Background: an optimization exercise with open tools, aiming at small area. Do not read the settings as production practice.
In this exercise RTL edits were held to simulation tests only and were not proved equivalent to the original.
The flow treats the clock pin as an ideal source, which a real chip does not have.
No activity file was given, so power comes from the tool's default toggle rates.

==> flow/design.v (excerpt) <==
module lath_rx (
    input  wire        clk,
    input  wire        rst,           
    input  wire        in_valid,
    input  wire [9:0]  in_sym,        
    output reg         locked,
    output reg         code_err,      
    output reg         fold,          
    output reg         fold_det,      
    output reg         fr_sof,        
    output reg         fr_valid,      
    output reg  [7:0]  fr_data,
    output reg         fr_end,        
    output reg  [1:0]  fr_status,     
    output reg         mk_valid,      
    output reg         mk_err,        
    output wire [7:0]  mk_id,
    output wire [23:0] mk_lead,
    output wire        mk_origin
);
    localparam [31:0] CRC_RESIDUE = 32'hB798B438;
    localparam [7:0]  C8_RESIDUE  = 8'h00;
    function automatic [31:0] crc32c_byte(input [31:0] crc, input [7:0] d);
        reg [31:0] c;
        integer i;
        begin
            c = crc ^ {24'd0, d};
            for (i = 0; i < 8; i = i + 1)
                c = c[0] ? ((c >> 1) ^ 32'h82F63B78) : (c >> 1);
            crc32c_byte = c;
        end
    endfunction
    function automatic [7:0] crc8_byte(input [7:0] crc, input [7:0] d);
        reg [7:0] c;
  ...
Size in the first run: about 65 I/O pins, about 0.0060 mm² of cells after synthesis.
Settings: LEC_CHECK=0, CAP_MARGIN=20, CORE_MARGIN=2, CORE_UTILIZATION=65, GPL_TIMING_DRIVEN=0, SLEW_MARGIN=20; clock period 25.0 ns.
standard.sh (not shown) runs the stock make flow with config.mk's settings and CLKGATE_MAP_FILE= SYNTH_SCRIPT=/design/flow/synth_recipe.tcl, a recipe that flattens the netlist after the stock synthesis.
==> flow/flow/run.sh <==
#!/bin/bash
# Own layout flow: the standard synthesis, then an area-oriented re-mapping of
# the combinational logic only (registers, their names and cell types are kept
# exactly as the standard synthesis made them), then the standard layout steps
# with smaller port buffers.
set -euo pipefail
W=$PWD
R=$W/orfs/results/$FLOW_PLATFORM/lath_rx/base
LIB=$FLOW_HOME/platforms/$FLOW_PLATFORM/lib/sky130_fd_sc_hd__tt_025C_1v80.lib
YOSYS=${YOSYS_EXE:-$FLOW_HOME/../tools/install/yosys/bin/yosys}

# 1. standard synthesis, unchanged
bash standard.sh synth > $W/flow_synth_std.log 2>&1
cp $R/1_2_yosys.v $W/std_1_2_yosys.v

# 2. re-map the combinational cells for area
DU=""
for c in $(sed -n '/^export DONT_USE_CELLS/,/^#/p' $FLOW_HOME/platforms/$FLOW_PLATFORM/config.mk | tr -d '\\' | grep -o 'sky130_fd_sc_hd__[a-z0-9_]*'); do
  DU="$DU -dont_use $c"
done
cat > $W/resyn.ys <<EOF
read_liberty -ignore_miss_func $LIB
read_verilog $W/std_1_2_yosys.v
hierarchy -top $FLOW_TOP
blackbox sky130_fd_sc_hd__*df* sky130_fd_sc_hd__*dl* sky130_fd_sc_hd__conb_1
flatten
rename -hide w:*.*
opt_clean -purge
abc -liberty $LIB $DU -script $W/flow/area.abc
opt_clean -purge
hilomap -singleton -hicell sky130_fd_sc_hd__conb_1 HI -locell sky130_fd_sc_hd__conb_1 LO
insbuf -buf sky130_fd_sc_hd__buf_1 A X
opt_clean -purge
tee -o $W/resyn_stat.txt stat -liberty $LIB
write_verilog -noattr -noexpr -nohex -nodec $R/1_2_yosys.v
EOF
$YOSYS -s $W/resyn.ys > $W/flow_resyn.log 2>&1
rm -f $R/1_synth.odb $R/1_synth.sdc

# 3. the standard layout steps on the re-mapped netlist, with buf_1 port
#    buffers and, before CTS, the flip-flops split by placement into groups of
#    about 16, each clocked by its own clkbuf_8 (flow/prects.tcl); CTS then
#    only buffers the clock net from the port to those group buffers
export PRE_CTS_TCL=$W/flow/prects.tcl
export CLK_GROUP=16
export CLK_GROUP_BUF=sky130_fd_sc_hd__clkbuf_8
bash standard.sh "BUFFER_PORTS_ARGS=-buffer_cell sky130_fd_sc_hd__buf_1" \
  "CTS_ARGS=-clk_nets clk -repair_clock_nets -dont_use_dummy_load -buf_list sky130_fd_sc_hd__clkbuf_4" \
  finish > $W/flow_finish.log 2>&1
Other scripts of this flow, unchanged in this note and not shown: flow/flow/area.abc, flow/flow/prects.tcl
Change:
Settings changed: CAP_MARGIN 20 to 0, CORE_UTILIZATION 65 to 75, SLEW_MARGIN 20 to 0.
What happened:
- routed wire length goes up by about 5%
- hold slack is worse by 0.0064 ns
- clock skew fell by 0.027 ns
- combinational power is higher by about 0.9%
- final cell count falls by 1.1%
- total power barely changes
- global-route usage grows by 6.0 points
Change:
Settings changed: CAP_MARGIN 0 to 20, CORE_UTILIZATION 75 to 40, SLEW_MARGIN 0 to 20.
The new run finished clean; global-route usage is lower by 18 points; area after synthesis stays the same; die area rose by 83%; setup slack got worse by 0.070 ns; via count went down by 8.4%; register-to-register slack hardly moves.

---

Setup of run A:
Another version of the RTL of lath_rx (not shown whole).
Size in the first run: about 120 flip-flops, roughly 65 I/O pins, roughly 0.0076 sq mm of cells after synthesis.
==> flow/config.mk <==
export PLATFORM = sky130hd
export DESIGN_NAME = lath_rx
export DESIGN_NICKNAME = lath_rx
export VERILOG_FILES = /design/flow/design.v
export SDC_FILE = /design/flow/constraint.sdc
export NUM_CORES = 4
export LEC_CHECK = 0
export CAP_MARGIN = 20
export CORE_MARGIN = 2
export CORE_UTILIZATION = 40
export CTS_BUF_LIST = sky130_fd_sc_hd__clkbuf_8
export SLEW_MARGIN = 20
==> flow/constraint.sdc <==
create_clock -name core_clock -period 25.0 [get_ports {clk}]
set_input_delay 5.0000 -clock core_clock [delete_from_list [all_inputs] [get_ports {clk}]]
set_output_delay 5.0000 -clock core_clock [all_outputs]
set_load 0.01 [all_outputs]
run.sh (not shown) runs the stock make flow with config.mk's settings and CLKGATE_MAP_FILE= SYNTH_SCRIPT=/design/flow/synth_recipe.tcl, a recipe that flattens the netlist after the stock synthesis.
Stock flow here: none of the scripts above is used.
For run B, these inputs were changed with respect to run A:
- SLEW_MARGIN: 20 -> 0
- CAP_MARGIN: 20 -> 0
==> flow/flow/run.sh (new file) <==
#!/bin/bash
# Own layout flow: the standard synthesis, then an area-oriented re-mapping of
# the combinational logic only (registers, their names and cell types are kept
# exactly as the standard synthesis made them), then the standard layout steps
# with smaller port buffers.
set -euo pipefail
W=$PWD
R=$W/orfs/results/$FLOW_PLATFORM/lath_rx/base
LIB=$FLOW_HOME/platforms/$FLOW_PLATFORM/lib/sky130_fd_sc_hd__tt_025C_1v80.lib
YOSYS=${YOSYS_EXE:-$FLOW_HOME/../tools/install/yosys/bin/yosys}

# 1. standard synthesis, unchanged
bash standard.sh synth > $W/flow_synth_std.log 2>&1
cp $R/1_2_yosys.v $W/std_1_2_yosys.v

# 2. re-map the combinational cells for area
DU=""
for c in $(sed -n '/^export DONT_USE_CELLS/,/^#/p' $FLOW_HOME/platforms/$FLOW_PLATFORM/config.mk | tr -d '\\' | grep -o 'sky130_fd_sc_hd__[a-z0-9_]*'); do
  DU="$DU -dont_use $c"
done
cat > $W/resyn.ys <<EOF
read_liberty -ignore_miss_func $LIB
read_verilog $W/std_1_2_yosys.v
hierarchy -top $FLOW_TOP
blackbox sky130_fd_sc_hd__*df* sky130_fd_sc_hd__*dl* sky130_fd_sc_hd__conb_1
flatten
rename -hide w:*.*
opt_clean -purge
abc -liberty $LIB $DU -script $W/flow/area.abc
opt_clean -purge
hilomap -singleton -hicell sky130_fd_sc_hd__conb_1 HI -locell sky130_fd_sc_hd__conb_1 LO
insbuf -buf sky130_fd_sc_hd__buf_1 A X
opt_clean -purge
tee -o $W/resyn_stat.txt stat -liberty $LIB
write_verilog -noattr -noexpr -nohex -nodec $R/1_2_yosys.v
EOF
$YOSYS -s $W/resyn.ys > $W/flow_resyn.log 2>&1
rm -f $R/1_synth.odb $R/1_synth.sdc

# 3. the standard layout steps on the re-mapped netlist
bash standard.sh "BUFFER_PORTS_ARGS=-buffer_cell sky130_fd_sc_hd__buf_1" finish > $W/flow_finish.log 2>&1
==> flow/flow/area.abc (new file) <==
strash
dch
amap
==> flow/standard.sh (new file) <==
#!/bin/bash
# synth_recipe.tcl (not shown) runs the flow's synth.tcl, then flattens the netlist and writes it again
# the make line also repeats each setting of config.mk as NAME=value (left out here)
make -C /OpenROAD-flow-scripts/flow DESIGN_CONFIG=/design/flow/config.mk WORK_HOME=/design/flow/orfs CLKGATE_MAP_FILE= SYNTH_SCRIPT=/design/flow/synth_recipe.tcl "${@:-finish}"
removed: flow/run.sh
## What came out
Run B vs run A, biggest cell category by area in the final layout: registers vs multi-input combinational cells. Changes observed in run B relative to run A: worst hold slack lost 0.028 ns, area after synthesis lost 0.0011 sq mm. Lower internal power component goes to run B over run A. Taking run A over run B, the total power draw ratio works out to 1.3. Run B: final clock period utilization by the worst path 0.56 points below run A. Run B against run A: share of cells above drive strength 1 shrank by 2.7 points; worst-case setup margin in the final layout grew by 0.14 ns; total leakage power shrank by 28%; part of the total power dissipated in combinational logic shrank by 17 points; fmax grew by 0.0013 GHz.
Input changes introduced in run C (baseline for comparison: run B):
- CTS_BUF_LIST now sky130_fd_sc_hd__clkbuf_16, was sky130_fd_sc_hd__clkbuf_8
-- flow/flow/run.sh --
<<< run B, line 39

# 3. the standard layout steps on the re-mapped netlist
bash standard.sh "BUFFER_PORTS_ARGS=-buffer_cell sky130_fd_sc_hd__buf_1" finish > $W/flow_finish.log 2>&1
>>> run C, line 39

# 3. the standard layout steps on the re-mapped netlist
bash standard.sh "BUFFER_PORTS_ARGS=-buffer_cell sky130_fd_sc_hd__buf_1" "CTS_ARGS=-sink_clustering_enable -repair_clock_nets -sink_clustering_size 40 -sink_clustering_max_diameter 300 -sink_clustering_levels 1 -buf_list sky130_fd_sc_hd__clkbuf_16 -root_buf sky130_fd_sc_hd__clkbuf_16" finish > $W/flow_finish.log 2>&1
[summary]
Run C went all the way through the flow, and no timing, DRC or antenna check failed.
Comparing run C against run B, there is no change at all in largest buffer count on any clock path.
Comparing run C against run B, there is no change at all in full die area.
Looking at run C and run B, the worst setup timing slack at the placement stage is a wash.
Leakage power delta for run C relative to run B: about 4% higher
Run B has a higher first-iteration DRC count than run C.
On post-layout worst setup margin, run B tracks run C almost exactly.
From run B to run C the numbers moved as follows: initial core utilization has remained practically unchanged, design area has increased, wire length per cell after detailed routing has increased.
Changes in run D relative to run C:
- changing CAP_MARGIN from 0 to 20
- changing CTS_BUF_LIST from sky130_fd_sc_hd__clkbuf_16 to sky130_fd_sc_hd__clkbuf_8
- changing SLEW_MARGIN from 0 to 20
-- flow/flow/run.sh --
<<< run C, line 39

# 3. the standard layout steps on the re-mapped netlist
bash standard.sh "BUFFER_PORTS_ARGS=-buffer_cell sky130_fd_sc_hd__buf_1" "CTS_ARGS=-sink_clustering_enable -repair_clock_nets -sink_clustering_size 40 -sink_clustering_max_diameter 300 -sink_clustering_levels 1 -buf_list sky130_fd_sc_hd__clkbuf_16 -root_buf sky130_fd_sc_hd__clkbuf_16" finish > $W/flow_finish.log 2>&1
>>> run D, line 39

# 3. the standard layout steps on the re-mapped netlist
bash standard.sh "BUFFER_PORTS_ARGS=-buffer_cell sky130_fd_sc_hd__buf_1" finish > $W/flow_finish.log 2>&1
==> flow/flow/area.abc <==
strash
&get -n
&deepsyn -T 120
&put
dch -f
amap
strash
dch -f
amap
Notes after the runs:
Re final standard cell area without fillers: run D is about 7% down on run C.
Relative to run C, fraction of standard cell area in multi-input logic decreased by 0.36 points in run D.
met1 track utilization from global routing is lower on run C
Relative to run C, met2 routed wirelength has gone down in run D.
Wire length of the first global-routing pass shrinks by a few percent when moving from run C to run D.
The termination of the worst setup path comes out crc[1]$_DFFE_PP_ in one run and crc[6]$_DFFE_PP_ in the other, namely in run D and run C respectively.
Taking run C as the reference point, the final worst setup slack of run D rises by 0.38 ns.
Delta(die span in y, run D - run C) < 0

separate check: timing with driven ports:
In the flow no input, the clock included, has a driving cell. The finished layouts below were timed again as built, in two steps.
Step 1 sets driving cells, clkbuf_16 on the clock port and buf_2 on the other inputs (assumed; they add their load-dependent delay and slew).
Step 2 times the ports against the registers' clock, not the clock port: input delays grow and output delays shrink by t, the midpoint of the rising clock arrivals with the driver on.
a / b / c = ideal / step 1 / step 2; a / b = the first two.
| run | t (ns) | slack for setup (ns) | worst setup path after step 2 | clock arrival spread, ns | slew at the worst register clock pin (ns) |
|---|---|---|---|---|---|
| the first run of note 1 | 0.534 | 13.950 / 13.961 / 13.427 | input to register | 0.046 / 0.046 | 0.11 / 0.11 |
| the second run of note 1 | 0.518 | 13.997 / 14.007 / 13.489 | input to register | 0.020 / 0.020 | 0.11 / 0.11 |
| the third run of note 1 | 0.551 | 13.927 / 13.941 / 13.389 | input to register | 0.051 / 0.051 | 0.12 / 0.12 |
| run A | 0.479 | 14.691 / 14.713 / 14.234 | input to register | 0.015 / 0.014 | 0.07 / 0.07 |
| run B | 0.476 | 14.831 / 14.846 / 14.370 | input to register | 0.014 / 0.014 | 0.08 / 0.08 |
| run C | 0.456 | 14.834 / 14.853 / 14.397 | input to register | 0.009 / 0.009 | 0.06 / 0.06 |
| run D | 0.467 | 15.212 / 15.221 / 14.754 | input to register | 0.012 / 0.012 | 0.07 / 0.07 |
After both steps every run listed still meets setup and hold. The setup slack of the third run of note 1, which loses most, moves by +0.014 ns with the drivers and by -0.538 ns with both steps.
